From an optimization exercise on the open Yosys and OpenROAD flow, aimed at small area, a short achievable clock period and few clock cycles per item; shortcuts taken in it are not production practice.
RTL that was checked went through simulation tests only; none was proved equivalent to the original.

Design fma_unit, start of the top module:
module fma_unit (
    input  wire        clk,
    input  wire        rst,         
    input  wire        in_valid,
    output wire        in_ready,
    input  wire [31:0] a,
    input  wire [31:0] b,
    input  wire [31:0] c,
    output wire        out_valid,
    output wire [31:0] y
);
    assign in_ready = 1'b1;
    fma_core u_core (
        .clk(clk), .rst(rst), .in_valid(in_valid),
        .a(a), .b(b), .c(c),
        .out_valid(out_valid), .y(y)
    );
endmodule
==> flow/config.mk <==
export PLATFORM = sky130hd
export DESIGN_NAME = fma_unit
export DESIGN_NICKNAME = fma_unit
export VERILOG_FILES = /design/flow/design.v
export SDC_FILE = /design/flow/constraint.sdc
export NUM_CORES = 4
export LEC_CHECK = 0
export CAP_MARGIN = 20
export CORE_MARGIN = 2
export CORE_UTILIZATION = 60
export PLACE_DENSITY = 0.7
export SETUP_SLACK_MARGIN = 5
export SLEW_MARGIN = 20
export SYNTH_HIERARCHICAL = 1
export SYNTH_MINIMUM_KEEP_SIZE = 0
==> flow/constraint.sdc <==
create_clock -name core_clock -period 32.0 [get_ports {clk}]
set_input_delay 6.4000 -clock core_clock [delete_from_list [all_inputs] [get_ports {clk}]]
set_output_delay 6.4000 -clock core_clock [all_outputs]
set_load 0.01 [all_outputs]
standard.sh (not shown) runs the stock make flow with config.mk's settings and CLKGATE_MAP_FILE= SYNTH_SCRIPT=/design/flow/synth_recipe.tcl, a recipe that flattens the netlist after the stock synthesis.
==> flow/flow/run.sh <==
#!/bin/bash
set -euo pipefail
MARGIN=24.5
grep -q 'SETUP_SLACK_MARGIN=5' standard.sh
sed -e "s/SETUP_SLACK_MARGIN=5/SETUP_SLACK_MARGIN=${MARGIN}/" standard.sh > standard_margin.sh
grep -q "SETUP_SLACK_MARGIN=${MARGIN}" standard_margin.sh
bash standard_margin.sh > make.log 2>&1
Change:
--- a/flow/design.v
+++ b/flow/design.v
@@ -46,49 +46,47 @@
     wire [7:0] xc = {ec[7:1], ec[0] | !hc};
     wire [8:0] es = {1'b0, xa} + {1'b0, xb};
     wire signed [9:0] dd = $signed({1'b0, es}) - $signed({2'b00, xc});
     wire c_far = !c_zero && (p_zero || dd < 10'sd100);
     wire signed [9:0] rs_raw = dd - 10'sd100;
     wire [6:0] rs = c_far ? 7'd0 : (rs_raw > 10'sd127) ? 7'd127 : rs_raw[6:0];
     wire signed [9:0] ebias = c_far ? $signed({2'b00, xc}) + 10'sd1
                                     : $signed({1'b0, es}) - 10'sd99;
-    reg  [4:0]  tzc;
-    integer i;
-    always @* begin
-        tzc = 5'd0;
-        for (i = 23; i >= 0; i = i - 1)
-            if ((i == 23) ? hc : fc[i]) tzc = i[4:0];
-    end
-    wire c_st = !c_zero && ({2'b00, tzc} + 7'd53 < rs);
-    wire sub  = sp ^ sc;
     reg        v1;
     reg [47:0] mp1;
     reg [23:0] mc1;
     reg [6:0]  rs1;
-    reg        cst1, far1, pnz1, sub1, sp1, sc1, nan1, inf1, infs1;
+    reg        far1, pnz1, sub1, sp1, sc1, nan1, inf1, infs1;
     reg signed [9:0] eb1;
     always @(posedge clk) begin
         v1    <= rst ? 1'b0 : v0;
         mp1   <= mp;
         mc1   <= {hc, fc};
-        cst1  <= c_st;
         rs1   <= rs;
         far1  <= c_far;
         pnz1  <= !p_zero;
-        sub1  <= sub;
+        sub1  <= sp ^ sc;
         sp1   <= sp;
         sc1   <= sc;
         nan1  <= is_nan;
         inf1  <= is_inf;
         infs1 <= inf_s;
         eb1   <= ebias;
     end
     wire [77:0] c_al = {1'b0, mc1, 53'd0} >> rs1;
-    wire [77:0] c_f  = {c_al[77:1], c_al[0] | cst1};
+    reg  [4:0]  tzc;
+    integer i;
+    always @* begin
+        tzc = 5'd0;
+        for (i = 23; i >= 0; i = i - 1)
+            if (mc1[i]) tzc = i[4:0];
+    end
+    wire        c_st = (|mc1) && ({2'b00, tzc} + 7'd53 < rs1);
+    wire [77:0] c_f  = {c_al[77:1], c_al[0] | c_st};
     wire [77:0] p_f  = far1 ? {77'd0, pnz1} : {27'd0, mp1, 3'd0};
     wire [77:0] bo = sub1 ? ~c_f : c_f;
     wire [77:0] gg = p_f & bo;
     wire [77:0] pp = p_f ^ bo;
     wire [77:0] gp, pg;
     wire [77:0] gu [0:7];
     wire [77:0] pu [0:7];
     wire [77:0] gd [1:7];
@@ -144,52 +142,37 @@
         mag2  <= mag;
         s2    <= neg ? sc1 : sp1;
         zs2   <= sp1 & sc1;
         nan2  <= nan1;
         inf2  <= inf1;
         infs2 <= infs1;
         eb2   <= eb1;
     end
-    wire         mkv = (eb2[9:7] == 3'd0);    
-    wire [127:0] mkw = {127'd0, mkv} << eb2[6:0];
-    wire [77:0]  mk;
-    genvar q;
-    generate
-        for (q = 0; q < 78; q = q + 1) begin : g_mk
-            assign mk[q] = mkw[78 - q];
-        end
-    endgenerate
-    wire [6:0] sh, tz;
-    wire       mkz;
-    fma_lzc78 u_lzc (.x(mag2 | mk), .lz(sh), .zero(mkz));
+    wire [6:0] lz, tz;
+    wire       mz;
+    fma_lzc78 u_lzc (.x(mag2), .lz(lz), .zero(mz));
     fma_tzc78 u_tzc (.x(mag2), .tz(tz));
-    wire        mz   = !(|mag2);
     wire        uflz = (eb2 < 10'sd1);       
+    wire        sub_lim = (eb2 <= 10'sd78) && ($signed({3'd0, lz}) >= eb2);
+    wire [6:0]  sh  = sub_lim ? (eb2[6:0] - 7'd1) : lz;
     wire [77:0] n6  = sh[6] ? {mag2[13:0], 64'd0} : mag2;
     wire [77:0] n5  = sh[5] ? {n6[45:0], 32'd0} : n6;
     wire [77:0] n4  = sh[4] ? {n5[61:0], 16'd0} : n5;
     wire [77:0] n3  = sh[3] ? {n4[69:0], 8'd0}  : n4;
     wire [77:0] n2  = sh[2] ? {n3[73:0], 4'd0}  : n3;
     wire [77:0] n1  = sh[1] ? {n2[75:0], 2'd0}  : n2;
     wire [77:0] n0  = sh[0] ? {n1[76:0], 1'd0}  : n1;
     wire [23:0] mant = n0[77:54];
     wire        grd  = n0[53];
     wire        stk  = ({1'b0, tz} + {1'b0, sh}) < 8'd53;
     wire        rinc = grd & (stk | mant[0]);
-    wire signed [9:0] en = eb2 - $signed({3'd0, sh});
-    wire        ovf  = en > 10'sd254;
-    wire [22:0] fr1  = mant[22:0] + 23'd1;
-    wire [22:0] frac = rinc ? fr1 : mant[22:0];
-    wire        cout = rinc & (&mant[22:0]);
-    wire [7:0]  ebp  = eb2[7:0] + 8'd1;
-    wire [7:0]  em1  = eb2[7:0] + {1'b1, ~sh};
-    wire [7:0]  ep1  = ebp - {1'b0, sh};
-    wire [7:0]  ex   = (mant[23] & cout) ? ep1 : (mant[23] ^ cout) ? en[7:0] : em1;
-    wire [30:0] rnd  = {ex, frac};
+    wire signed [9:0] ef = eb2 - $signed({3'd0, sh});    
+    wire        ovf  = ef > 10'sd254;
+    wire [30:0] rnd  = {ef[7:0] - 8'd1, 23'd0} + {7'd0, mant} + {30'd0, rinc};
     reg [31:0] yr;
     always @* begin
         if (nan2)
             yr = QNAN;
         else if (inf2)
             yr = {infs2, 8'hFF, 23'd0};
         else if (mz)
             yr = {zs2, 31'd0};
Result:
- global-route usage came out higher by 0.97 points
- final area came out lower by 1.8%
- wire length came out higher by 1.5%
- synthesized cell count is about the same
- setup slack is better by 0.018 ns
- count of clock-buffer cells in the layout came out higher by 4
- sequential cell count came out lower by 1
- die area came out lower by 1.3%
- maximum frequency barely changes
- non-clock buffer count came out lower by 10
- area after synthesis came out lower by 1.3%
Testbench counts after the change, summed over its fixed seeds: cycles 24,032, items 24,000.
The RTL of the first run of this note was laid out without a check of its function.

==> afterwards: timing with drivers on the ports <==
No port has a modelled driver above. Below, the same layouts with a new extraction and two added sets of constraints. Step 1: set_driving_cell puts a clkbuf_16 on clk and a buf_2 on each other input, an assumption about the parent block. Step 2, shift: input delay + t, output delay - t, t = (earliest + latest rising clock arrival at the registers) / 2. This alone moves slack from input paths to output paths. Three values: no drivers, after step 1, after step 2; two values: the first two.
run	shift t [ns]	slack for setup (ns)	hold slack, ns	worst setup path after step 2	cell pins on the clock port's net
the first run	0.645	24.552 / 24.486 / 24.789	0.326 / 0.326 / 0.326	register to register	1
the second run	0.634	24.570 / 24.505 / 24.587	0.324 / 0.324 / 0.324	register to register	1
After both steps every run listed still meets setup and hold.
